What follows belongs to an exercise in optimizing a design on an open flow for small area, a short achievable clock period and few clock cycles per item; a production flow would make more cautious choices.
At most, simulation tests tie the RTL to the original design; equivalence was not proved.

// keyhash
module keyhash (
    input  wire        clk,
    input  wire        rst_n,
    input  wire        req_valid,
    output wire        req_ready,
    input  wire [7:0]  req_ns,
    input  wire [7:0]  req_len,      
    input  wire        key_valid,
    output wire        key_ready,
    input  wire [31:0] key_data,
    output reg         res_valid,
    output wire [63:0] res_hash,
    output wire [15:0] res_fp
);
For scale: ~140 I/O pins.
==> flow/config.mk <==
export PLATFORM = sky130hd
export DESIGN_NAME = keyhash
export DESIGN_NICKNAME = keyhash
export VERILOG_FILES = /design/flow/design.v
export SDC_FILE = /design/flow/constraint.sdc
export NUM_CORES = 4
export LEC_CHECK = 0
export ABC_CLOCK_PERIOD_IN_PS = 4500
export CAP_MARGIN = 20
export CORE_MARGIN = 2
export CORE_UTILIZATION = 40
export CTS_CLUSTER_DIAMETER = 100
export CTS_CLUSTER_SIZE = 20
export PLACE_DENSITY = 0.6
export SLEW_MARGIN = 20
==> flow/constraint.sdc <==
create_clock -name core_clock -period 15.0 [get_ports {clk}]
set_input_delay 3.0000 -clock core_clock [delete_from_list [all_inputs] [get_ports {clk}]]
set_output_delay 3.0000 -clock core_clock [all_outputs]
set_load 0.01 [all_outputs]
standard.sh (not shown) runs the stock make flow with config.mk's settings and CLKGATE_MAP_FILE= SYNTH_SCRIPT=/design/flow/synth_recipe.tcl, a recipe that flattens the netlist after the stock synthesis.
==> flow/flow/run.sh <==
#!/bin/bash
# The standard layout with three changes in how it is made (the SDC is unchanged):
#  - timing repair aims at a 5 ns period (SETUP_SLACK_MARGIN=10),
#  - the port buffers are buf_1 cells,
#  - after the standard synthesis, fix_inv.py removes inverter pairs that Yosys's
#    full-adder extraction leaves around full adders (registers are not touched).
# Each step's full output goes to a log file of its own in this folder.
set -euo pipefail
ARGS=(SETUP_SLACK_MARGIN=10.3 "BUFFER_PORTS_ARGS=-buffer_cell sky130_fd_sc_hd__buf_1")
RES=orfs/results/sky130hd/keyhash/base
bash standard.sh "${ARGS[@]}" synth > standard_synth.log 2>&1
cp "$RES/1_2_yosys.v" 1_2_yosys.standard.v
python3 flow/fix_inv.py 1_2_yosys.standard.v 1_2_yosys.fixed.v > fix_inv.log 2>&1
cp 1_2_yosys.fixed.v "$RES/1_2_yosys.v"
rm -f "$RES/1_synth.odb" "$RES/1_synth.sdc"
bash standard.sh "${ARGS[@]}" finish > standard_finish.log 2>&1
Other scripts of this flow, unchanged in this note and not shown: flow/flow/fix_inv.py
Testbench counts at the start, summed over its fixed seeds: cycles 236,508, keys 2,400.
==> next run, changes <==
--- a/flow/flow/run.sh
+++ b/flow/flow/run.sh
@@ -9 +9 @@
-ARGS=(SETUP_SLACK_MARGIN=10.3 "BUFFER_PORTS_ARGS=-buffer_cell sky130_fd_sc_hd__buf_1")
+ARGS=(SETUP_SLACK_MARGIN=11 "BUFFER_PORTS_ARGS=-buffer_cell sky130_fd_sc_hd__buf_1")
What happened: Flip-flop and latch count stays the same; worst hold slack is about the same; non-clock buffer count goes up by 153; via count goes up by 3.8%; register-to-register slack improved by 0.09 ns.

## north
keyhash, a different RTL version from the one above (not shown whole).
Size: roughly 1200 flip-flops, about 140 I/O pins, about 50000 um^2 of cells after synthesis.
Design keyhash, start of the top module:
module keyhash (
    input  wire        clk,
    input  wire        rst_n,
    input  wire        req_valid,
    output wire        req_ready,
    input  wire [7:0]  req_ns,
    input  wire [7:0]  req_len,      
    input  wire        key_valid,
    output wire        key_ready,
    input  wire [31:0] key_data,
    output reg         res_valid,
    output wire [63:0] res_hash,
    output wire [15:0] res_fp
);
Settings: LEC_CHECK=0, ABC_CLOCK_PERIOD_IN_PS=4500, CAP_MARGIN=20, CORE_MARGIN=2, CORE_UTILIZATION=40, CTS_CLUSTER_SIZE=25, PLACE_DENSITY=0.6, SLEW_MARGIN=20; clock period 15.0 ns.
==> flow/flow/run.sh <==
#!/bin/bash
# Standard layout, with timing repair aimed at a 5 ns period (the SDC is unchanged).
set -euo pipefail
bash standard.sh SETUP_SLACK_MARGIN=10 finish > standard_finish.log 2>&1
north | stages: all done | timing, DRC, antenna: all pass
Testbench counts of north, summed over its fixed seeds: cycles 236,508, keys 2,400.
Modified inputs, south compared to north
- an added CTS_CLUSTER_DIAMETER of 100
- a change of CTS_CLUSTER_SIZE from 25 to 20
==> flow/flow/run.sh <==
#!/bin/bash
# Standard layout, with timing repair aimed at a 5 ns period (the SDC is unchanged)
# and small port buffers.
set -euo pipefail
bash standard.sh SETUP_SLACK_MARGIN=10 "BUFFER_PORTS_ARGS=-buffer_cell sky130_fd_sc_hd__buf_1" finish > standard_finish.log 2>&1
## What came out
- Time the final worst path needs with I/O delays and setup: south > north
- Launch point of the worst path = e[26]$_DFF_P_: north; launch point of the worst path = kc[0]$_DFF_P_: south
- south vs. north: wire length on met2 now smaller; via count has remained practically unchanged.

== main ==
keyhash, a different RTL version from the one above (not shown whole).
For scale: ~4500 cells after synthesis.
Settings: LEC_CHECK=0, ABC_CLOCK_PERIOD_IN_PS=4500, CAP_MARGIN=20, CORE_MARGIN=2, CORE_UTILIZATION=40, PLACE_DENSITY=0.6, SLEW_MARGIN=20; clock period 15.0 ns.
==> flow/flow/run.sh <==
#!/bin/bash
# Standard layout, with timing repair aimed at a 5 ns period (the SDC is unchanged).
set -euo pipefail
bash standard.sh SETUP_SLACK_MARGIN=11 finish > standard_finish.log 2>&1
What the feature branch does differently from main at the input level:
--- a/flow/flow/run.sh
+++ b/flow/flow/run.sh
@@ -4 +4 @@
-bash standard.sh SETUP_SLACK_MARGIN=11 finish > standard_finish.log 2>&1
+bash standard.sh SETUP_SLACK_MARGIN=10 finish > standard_finish.log 2>&1
==> summary.txt <==
Result: PASS for each of the feature branch and main. Taking main as the reference point, the number of antenna violations at the first check in global routing of the feature branch rises by 3. In the reports for the feature branch and main, the smaller highest cell delay on the worst timing path belongs to the feature branch. In terms of mean number of vias per cell, main and the feature branch differ only marginally. Between the feature branch and main, the total via count after detailed routing is lower for the feature branch. Global-route usage ends up higher on main.
Function was not checked in any run of this note: the RTL went through the layout flow alone.

## separate check: timing with driven ports
The results above use ideal ports. As a check the final layouts listed here were re-extracted and re-timed, cells and wires unchanged.
Step 1 assumes that a clkbuf_16 drives the clock port and a buf_2 every other input.
Step 2 adds t to the input delays and takes it off the output delays; t is the mean of the earliest and latest rising clock arrival at the registers after step 1. Input paths then give back, and output paths get back, about the clock's delay inside the block.
Slacks: ideal ports / drivers / drivers and shift; pairs: ideal ports / drivers.
run	t (ns)	setup slack, ns	cell pins on the clock port's net
the first run of note 1	0.775	10.389 / 10.389 / 9.931	1
the second run of note 1	0.783	10.476 / 10.476 / 10.385	1
north	0.818	10.127 / 10.127 / 9.480	1
south	0.764	10.034 / 10.034 / 9.938	1
main	0.842	10.154 / 10.154 / 10.154	1
the feature branch	0.825	9.951 / 9.951 / 9.547	1
After both steps every run listed still meets setup and hold. The setup slack of north, which loses most, moves by 0.000 ns with the drivers and by -0.647 ns with both steps.
